Context: an optimization exercise on an open-source flow, tuned for small area, a short achievable clock period and few clock cycles per item. The choices shown serve that exercise and are no tape-out recipe. Only simulation tests tie the RTL to the original design; equivalence was not proved. Power and IR drop assume default switching activity.

==> flow/design.v <==
module se_list_unit (
    input             clk,
    input             rst,
    input             start,
    input      [4:0]  cfg_m,
    output            idle,
    input             in_valid,
    output            in_ready,
    input      [31:0] in_score,
    input      [63:0] in_id,
    input             in_last,
    output            out_valid,
    input             out_ready,
    output     [31:0] out_key,
    output     [63:0] out_id,
    output            out_last,
    output            rec_valid,
    output     [4:0]  rec_count,
    output     [31:0] rec_scored,
    output     [31:0] rec_nan,
    output     [31:0] rec_dup,
    output     [31:0] rec_tail,
    output     [31:0] rec_max_key,
    output     [31:0] rec_edge_key,
    output     [31:0] rec_edge_ties
);
    localparam M = 8;
    integer i;
    reg         idle_r, in_ready_r, out_valid_r, out_last_r, rec_valid_r;
    reg         flush;       
    reg         pend;        
    reg  [3:0]  left;        
    reg         start_q;
    reg  [4:0]  cfg_q;
    reg  [M-1:0] mark;       
    reg  [M-1:0] vld;        
    reg  [3:0]  cnt;
    reg  [31:0] keys [0:M-1];
    reg  [63:0] ids  [0:M-1];
    reg  [31:0] scored, nan_cnt, dup_cnt, tail_cnt, max_key, edge_key, edge_ties;
    reg         a_v, a_last, a_nan;
    reg  [31:0] a_key;
    reg  [63:0] a_id;
    wire        s_nan = (in_score[30:23] == 8'hFF) && (in_score[22:0] != 23'd0);
    wire        s_mz  = (in_score == 32'h8000_0000);
    wire [31:0] s_key = in_score[31] ? (s_mz ? 32'h8000_0000 : ~in_score)
                                     : (in_score | 32'h8000_0000);
    always @(posedge clk) begin
        a_v     <= in_valid && in_ready_r && !rst;
        a_last  <= in_last;
        a_nan   <= s_nan;
        a_key   <= s_key;
        a_id    <= in_id;
        start_q <= start && idle_r && !rst;
        cfg_q   <= cfg_m;
    end
    reg         b_v, b_last, b_nan;
    reg  [31:0] b_key;
    reg  [63:0] b_id;
    reg  [M-1:0] b_gt;       
    reg  [M-1:0] b_eq;       
    function automatic [1:0] cmp(input [31:0] ka, input [63:0] ia,
                                 input [31:0] kb, input [63:0] ib);
        reg [127:0] g, e;
        reg         ideq;
        integer l, n;
        begin
            g = {32'd0, ka & ~kb, ib & ~ia};
            e = {{32{1'b1}}, ~(ka ^ kb), ~(ib ^ ia)};
            ideq = 1'b0;
            for (l = 64; l >= 1; l = l / 2) begin
                for (n = 0; n < l; n = n + 1) begin
                    g[n] = g[2*n+1] | (e[2*n+1] & g[2*n]);
                    e[n] = e[2*n+1] & e[2*n];
                end
                if (l == 2) ideq = e[0];
            end
            cmp = {g[0], ideq};
        end
    endfunction
    reg  [M-1:0] x_gt, x_eq;
    always @* begin
        for (i = 0; i < M; i = i + 1) begin
            {x_gt[i], x_eq[i]} = cmp(a_key, a_id, keys[i], ids[i]);
        end
    end
    wire y_gt, y_eq;
    assign {y_gt, y_eq} = cmp(a_key, a_id, b_key, b_id);
    wire [M-1:0] above  = ~mark & (~vld | b_gt);   
    wire [M-1:0] id_hit = vld & b_eq;
    reg  [M-1:0] hit_ge;                           
    always @* begin
        hit_ge[M-1] = id_hit[M-1];
        for (i = M - 2; i >= 0; i = i - 1)
            hit_ge[i] = hit_ge[i+1] | id_hit[i];
    end
    wire is_dup    = |id_hit;
    wire dup_upd   = |(id_hit & b_gt);
    wire full      = vld[M-1];
    wire [M-1:0] above_p = {above[M-2:0], 1'b0};    
    wire b_ok    = b_v && !b_nan;
    wire do_new  = b_ok && !is_dup;
    wire ins_new = do_new && (!full || above[M-1]);
    wire do_ins  = ins_new || (b_ok && dup_upd);
    wire to_tail = do_new && full;
    wire grow    = do_new && !full;
    wire [M-1:0] ins_here = {M{do_ins}} & above & ~above_p;
    wire [M-1:0] shift    = {M{do_ins}} & above_p & ({M{!is_dup}} | hit_ge);
    wire readout = out_valid_r && out_ready;
    wire up_mode = out_valid_r || flush;    
    wire        low_is_c = ins_here[M-1];
    wire        low_chg  = ins_here[M-1] | shift[M-1];
    wire        fills    = grow && (vld[M-2] || mark[M-2]);
    wire [31:0] nlow     = low_is_c ? b_key : keys[M-2];
    wire        c_eq_low = (b_key == keys[M-1]);
    wire        nlow_eq  = low_is_c ? c_eq_low : (keys[M-2] == keys[M-1]);
    always @(posedge clk) begin
        b_v    <= a_v && !rst;
        b_last <= a_last;
        b_nan  <= a_nan;
        b_key  <= a_key;
        b_id   <= a_id;
        for (i = 0; i < M; i = i + 1) begin
            if (ins_here[i]) begin
                b_gt[i] <= y_gt;
                b_eq[i] <= y_eq;
            end else if (shift[i] && i > 0) begin
                b_gt[i] <= x_gt[i-1];
                b_eq[i] <= x_eq[i-1];
            end else begin
                b_gt[i] <= x_gt[i];
                b_eq[i] <= x_eq[i];
            end
        end
    end
    wire fin = b_v && b_last;
    assign idle          = idle_r;
    assign in_ready      = in_ready_r;
    assign out_valid     = out_valid_r;
    assign out_last      = out_last_r;
    assign out_key       = keys[0];
    assign out_id        = ids[0];
    assign rec_valid     = rec_valid_r;
    assign rec_count     = {1'b0, cnt};
    assign rec_scored    = scored;
    assign rec_nan       = nan_cnt;
    assign rec_dup       = dup_cnt;
    assign rec_tail      = tail_cnt;
    assign rec_max_key   = max_key;
    assign rec_edge_key  = edge_key;
    assign rec_edge_ties = edge_ties;
    wire [3:0]   ncnt = cnt + {3'd0, grow};
    wire [M-1:0] nvld = grow ? (vld | ({vld[M-2:0] | mark[M-2:0], 1'b1} & ~mark)) : vld;
    always @(posedge clk) begin
        if (rst) begin
            idle_r      <= 1'b1;
            in_ready_r  <= 1'b0;
            out_valid_r <= 1'b0;
            out_last_r  <= 1'b0;
            rec_valid_r <= 1'b0;
            flush       <= 1'b0;
            pend        <= 1'b0;
        end else begin
            pend <= readout && !out_last_r;
            if (start && idle_r) begin
                idle_r      <= 1'b0;
                in_ready_r  <= 1'b1;
                rec_valid_r <= 1'b0;
                out_valid_r <= 1'b0;
            end else begin
                if (in_valid && in_ready_r && in_last)
                    in_ready_r <= 1'b0;
                if (fin) begin
                    rec_valid_r <= 1'b1;
                    if (mark[0] && nvld != {M{1'b0}}) begin
                        flush <= 1'b1;
                    end else begin
                        out_valid_r <= (ncnt != 4'd0);
                        out_last_r  <= (ncnt == 4'd1);
                        idle_r      <= (ncnt == 4'd0);
                        left        <= ncnt - 4'd1;
                    end
                end else if (flush) begin
                    if (!mark[1]) begin
                        flush       <= 1'b0;
                        out_valid_r <= 1'b1;
                        out_last_r  <= (cnt == 4'd1);
                        left        <= cnt - 4'd1;
                    end
                end else if (readout) begin
                    if (out_last_r) begin
                        out_valid_r <= 1'b0;
                        idle_r      <= 1'b1;
                    end else begin
                        out_last_r  <= (left == 4'd1);
                        left        <= left - 4'd1;
                    end
                end
            end
        end
    end
    always @(posedge clk) begin
        if (start_q) begin
            vld  <= {M{1'b0}};
            cnt  <= 4'd0;
            for (i = 0; i < M; i = i + 1)
                mark[i] <= (i < M - {1'b0, cfg_q[2:0]}) && (cfg_q[2:0] != 3'd0);
        end else if (flush) begin
            vld  <= {1'b0, vld[M-1:1]};
            mark <= {1'b0, mark[M-1:1]};
        end else begin
            vld <= nvld;
            if (grow) cnt <= cnt + 4'd1;
        end
        if (readout || flush || ins_here[0]) begin
            if (up_mode) begin
                keys[0] <= pend ? keys[2] : keys[1];
                ids[0]  <= pend ? ids[2]  : ids[1];
            end else begin
                keys[0] <= b_key;
                ids[0]  <= b_id;
            end
        end
        for (i = 1; i < M; i = i + 1) begin
            if (flush || pend || ins_here[i] || shift[i]) begin
                if (up_mode) begin
                    keys[i] <= (i < M - 1) ? keys[(i + 1) % M] : keys[i];
                    ids[i]  <= (i < M - 1) ? ids[(i + 1) % M]  : ids[i];
                end else if (ins_here[i]) begin
                    keys[i] <= b_key;
                    ids[i]  <= b_id;
                end else begin
                    keys[i] <= keys[(i + M - 1) % M];
                    ids[i]  <= ids[(i + M - 1) % M];
                end
            end
        end
    end
    always @(posedge clk) begin
        if (start_q) begin
            scored    <= 32'd0;
            nan_cnt   <= 32'd0;
            dup_cnt   <= 32'd0;
            tail_cnt  <= 32'd0;
            max_key   <= 32'd0;
            edge_key  <= 32'd0;
            edge_ties <= 32'd0;
        end else begin
            if (b_v && b_nan && nan_cnt != 32'hFFFF_FFFF)
                nan_cnt <= nan_cnt + 32'd1;
            if (b_ok && is_dup)
                dup_cnt <= dup_cnt + 32'd1;
            if (do_new) begin
                scored <= scored + 32'd1;
                if (b_key > max_key)
                    max_key <= b_key;
            end
            if (to_tail)
                tail_cnt <= tail_cnt + 32'd1;
            if (fills || (full && do_ins && low_chg && !nlow_eq)) begin
                edge_key  <= nlow;
                edge_ties <= 32'd0;
            end else if (to_tail && (low_chg || c_eq_low)) begin
                edge_ties <= edge_ties + 32'd1;
            end
        end
    end
endmodule
export LEC_CHECK = 0
export CAP_MARGIN = 20
export CORE_MARGIN = 2
export CORE_UTILIZATION = 45
export CTS_CLUSTER_DIAMETER = 100
export CTS_CLUSTER_SIZE = 20
export GPL_ROUTABILITY_DRIVEN = 1
export PLACE_DENSITY = 0.55
export SLEW_MARGIN = 20
create_clock -name core_clock -period 18.0 [get_ports {clk}]
standard.sh (not shown) runs the stock make flow with config.mk's settings and CLKGATE_MAP_FILE= SYNTH_SCRIPT=/design/flow/synth_recipe.tcl, a recipe that flattens the netlist after the stock synthesis.
==> flow/flow/run.sh <==
#!/bin/bash
# Standard layout with two changes: port buffers are plain buffers instead of
# delay cells, and repair_timing aims for a setup margin so that the achieved
# period shrinks.
set -euo pipefail
bash standard.sh SETUP_SLACK_MARGIN=12.8 "BUFFER_PORTS_ARGS=-buffer_cell sky130_fd_sc_hd__buf_2"  finish > standard.log 2>&1
Testbench counts at the start, summed over its fixed seeds: cycles 49,615, offers 47,503.
==> next run, changes <==
--- a/flow/design.v
+++ b/flow/design.v
@@ -27,10 +27,8 @@
     localparam M = 8;
     integer i;
     reg         idle_r, in_ready_r, out_valid_r, out_last_r, rec_valid_r;
     reg         flush;       
-    reg         pend;        
-    reg  [3:0]  left;        
     reg         start_q;
     reg  [4:0]  cfg_q;
     reg  [M-1:0] mark;       
     reg  [M-1:0] vld;        
@@ -106,8 +104,9 @@
     wire grow    = do_new && !full;
     wire [M-1:0] ins_here = {M{do_ins}} & above & ~above_p;
     wire [M-1:0] shift    = {M{do_ins}} & above_p & ({M{!is_dup}} | hit_ge);
     wire readout = out_valid_r && out_ready;
+    wire move_up = readout || flush;
     wire up_mode = out_valid_r || flush;    
     wire        low_is_c = ins_here[M-1];
     wire        low_chg  = ins_here[M-1] | shift[M-1];
     wire        fills    = grow && (vld[M-2] || mark[M-2]);
@@ -148,9 +147,8 @@
     assign rec_tail      = tail_cnt;
     assign rec_max_key   = max_key;
     assign rec_edge_key  = edge_key;
     assign rec_edge_ties = edge_ties;
-    wire [3:0]   ncnt = cnt + {3'd0, grow};
     wire [M-1:0] nvld = grow ? (vld | ({vld[M-2:0] | mark[M-2:0], 1'b1} & ~mark)) : vld;
     always @(posedge clk) begin
         if (rst) begin
             idle_r      <= 1'b1;
@@ -158,11 +156,9 @@
             out_valid_r <= 1'b0;
             out_last_r  <= 1'b0;
             rec_valid_r <= 1'b0;
             flush       <= 1'b0;
-            pend        <= 1'b0;
         end else begin
-            pend <= readout && !out_last_r;
             if (start && idle_r) begin
                 idle_r      <= 1'b0;
                 in_ready_r  <= 1'b1;
                 rec_valid_r <= 1'b0;
@@ -174,27 +170,18 @@
                     rec_valid_r <= 1'b1;
                     if (mark[0] && nvld != {M{1'b0}}) begin
                         flush <= 1'b1;
                     end else begin
-                        out_valid_r <= (ncnt != 4'd0);
-                        out_last_r  <= (ncnt == 4'd1);
-                        idle_r      <= (ncnt == 4'd0);
-                        left        <= ncnt - 4'd1;
+                        out_valid_r <= nvld[0];
+                        out_last_r  <= nvld[0] && !nvld[1];
+                        idle_r      <= !nvld[0];
                     end
-                end else if (flush) begin
+                end else if (move_up) begin
                     if (!mark[1]) begin
                         flush       <= 1'b0;
-                        out_valid_r <= 1'b1;
-                        out_last_r  <= (cnt == 4'd1);
-                        left        <= cnt - 4'd1;
-                    end
-                end else if (readout) begin
-                    if (out_last_r) begin
-                        out_valid_r <= 1'b0;
-                        idle_r      <= 1'b1;
-                    end else begin
-                        out_last_r  <= (left == 4'd1);
-                        left        <= left - 4'd1;
+                        out_valid_r <= vld[1];
+                        out_last_r  <= vld[1] && !vld[2];
+                        idle_r      <= !vld[1];
                     end
                 end
             end
         end
@@ -204,30 +191,21 @@
             vld  <= {M{1'b0}};
             cnt  <= 4'd0;
             for (i = 0; i < M; i = i + 1)
                 mark[i] <= (i < M - {1'b0, cfg_q[2:0]}) && (cfg_q[2:0] != 3'd0);
-        end else if (flush) begin
+        end else if (move_up) begin
             vld  <= {1'b0, vld[M-1:1]};
             mark <= {1'b0, mark[M-1:1]};
         end else begin
             vld <= nvld;
             if (grow) cnt <= cnt + 4'd1;
         end
-        if (readout || flush || ins_here[0]) begin
-            if (up_mode) begin
-                keys[0] <= pend ? keys[2] : keys[1];
-                ids[0]  <= pend ? ids[2]  : ids[1];
-            end else begin
-                keys[0] <= b_key;
-                ids[0]  <= b_id;
-            end
-        end
-        for (i = 1; i < M; i = i + 1) begin
-            if (flush || pend || ins_here[i] || shift[i]) begin
+        for (i = 0; i < M; i = i + 1) begin
+            if (move_up || ins_here[i] || shift[i]) begin
                 if (up_mode) begin
                     keys[i] <= (i < M - 1) ? keys[(i + 1) % M] : keys[i];
                     ids[i]  <= (i < M - 1) ? ids[(i + 1) % M]  : ids[i];
-                end else if (ins_here[i]) begin
+                end else if (ins_here[i] || i == 0) begin
                     keys[i] <= b_key;
                     ids[i]  <= b_id;
                 end else begin
                     keys[i] <= keys[(i + M - 1) % M];
Outcome: The new run finished with timing, DRC and antenna clean; routed wire length drops by a few percent; global-route usage came out lower by 0.33 points; total power is lower slightly; final cell count is lower by a few percent; sequential share of layout area went up by 0.57 points; worst setup slack gets worse by 0.088 ns; sequential cell count is lower by 5; register-to-register slack is worse by 0.29 ns; worst hold slack gains 0.0036 ns; synthesized area came out lower by a few percent; via count is lower by a few percent; die area falls by a few percent.
Testbench counts after the change, summed over its fixed seeds: cycles 49,615, offers 47,503.

re-timing with driven ports:
Ports are ideal in the flow. The routed layouts listed here were re-timed in OpenROAD. Step 1: set_driving_cell puts a clkbuf_16 on clk and a buf_2 on each other input, an assumption about the parent block. Step 2 also shifts input and output timing later by t, the mid clock arrival at the registers, as if the neighbouring blocks saw the same clock. a / b / c = no drivers / after step 1 / after step 2; a / b = the first two.
run | shift t [ns] | setup WS [ns] | worst hold slack (ns) | worst setup path after step 2 | worst register clock-pin slew, ns
the first run | 0.791 | 12.901 / 12.815 / 12.359 | 0.334 / 0.334 / 0.334 | input to register | 0.10 / 0.10
the second run | 0.805 | 12.814 / 12.846 / 12.041 | 0.337 / 0.337 / 0.337 | input to register | 0.11 / 0.11
After both steps setup and hold are still met in every run listed. The setup slack of the second run, which loses most, moves by +0.032 ns with the drivers and by -0.773 ns with both steps.
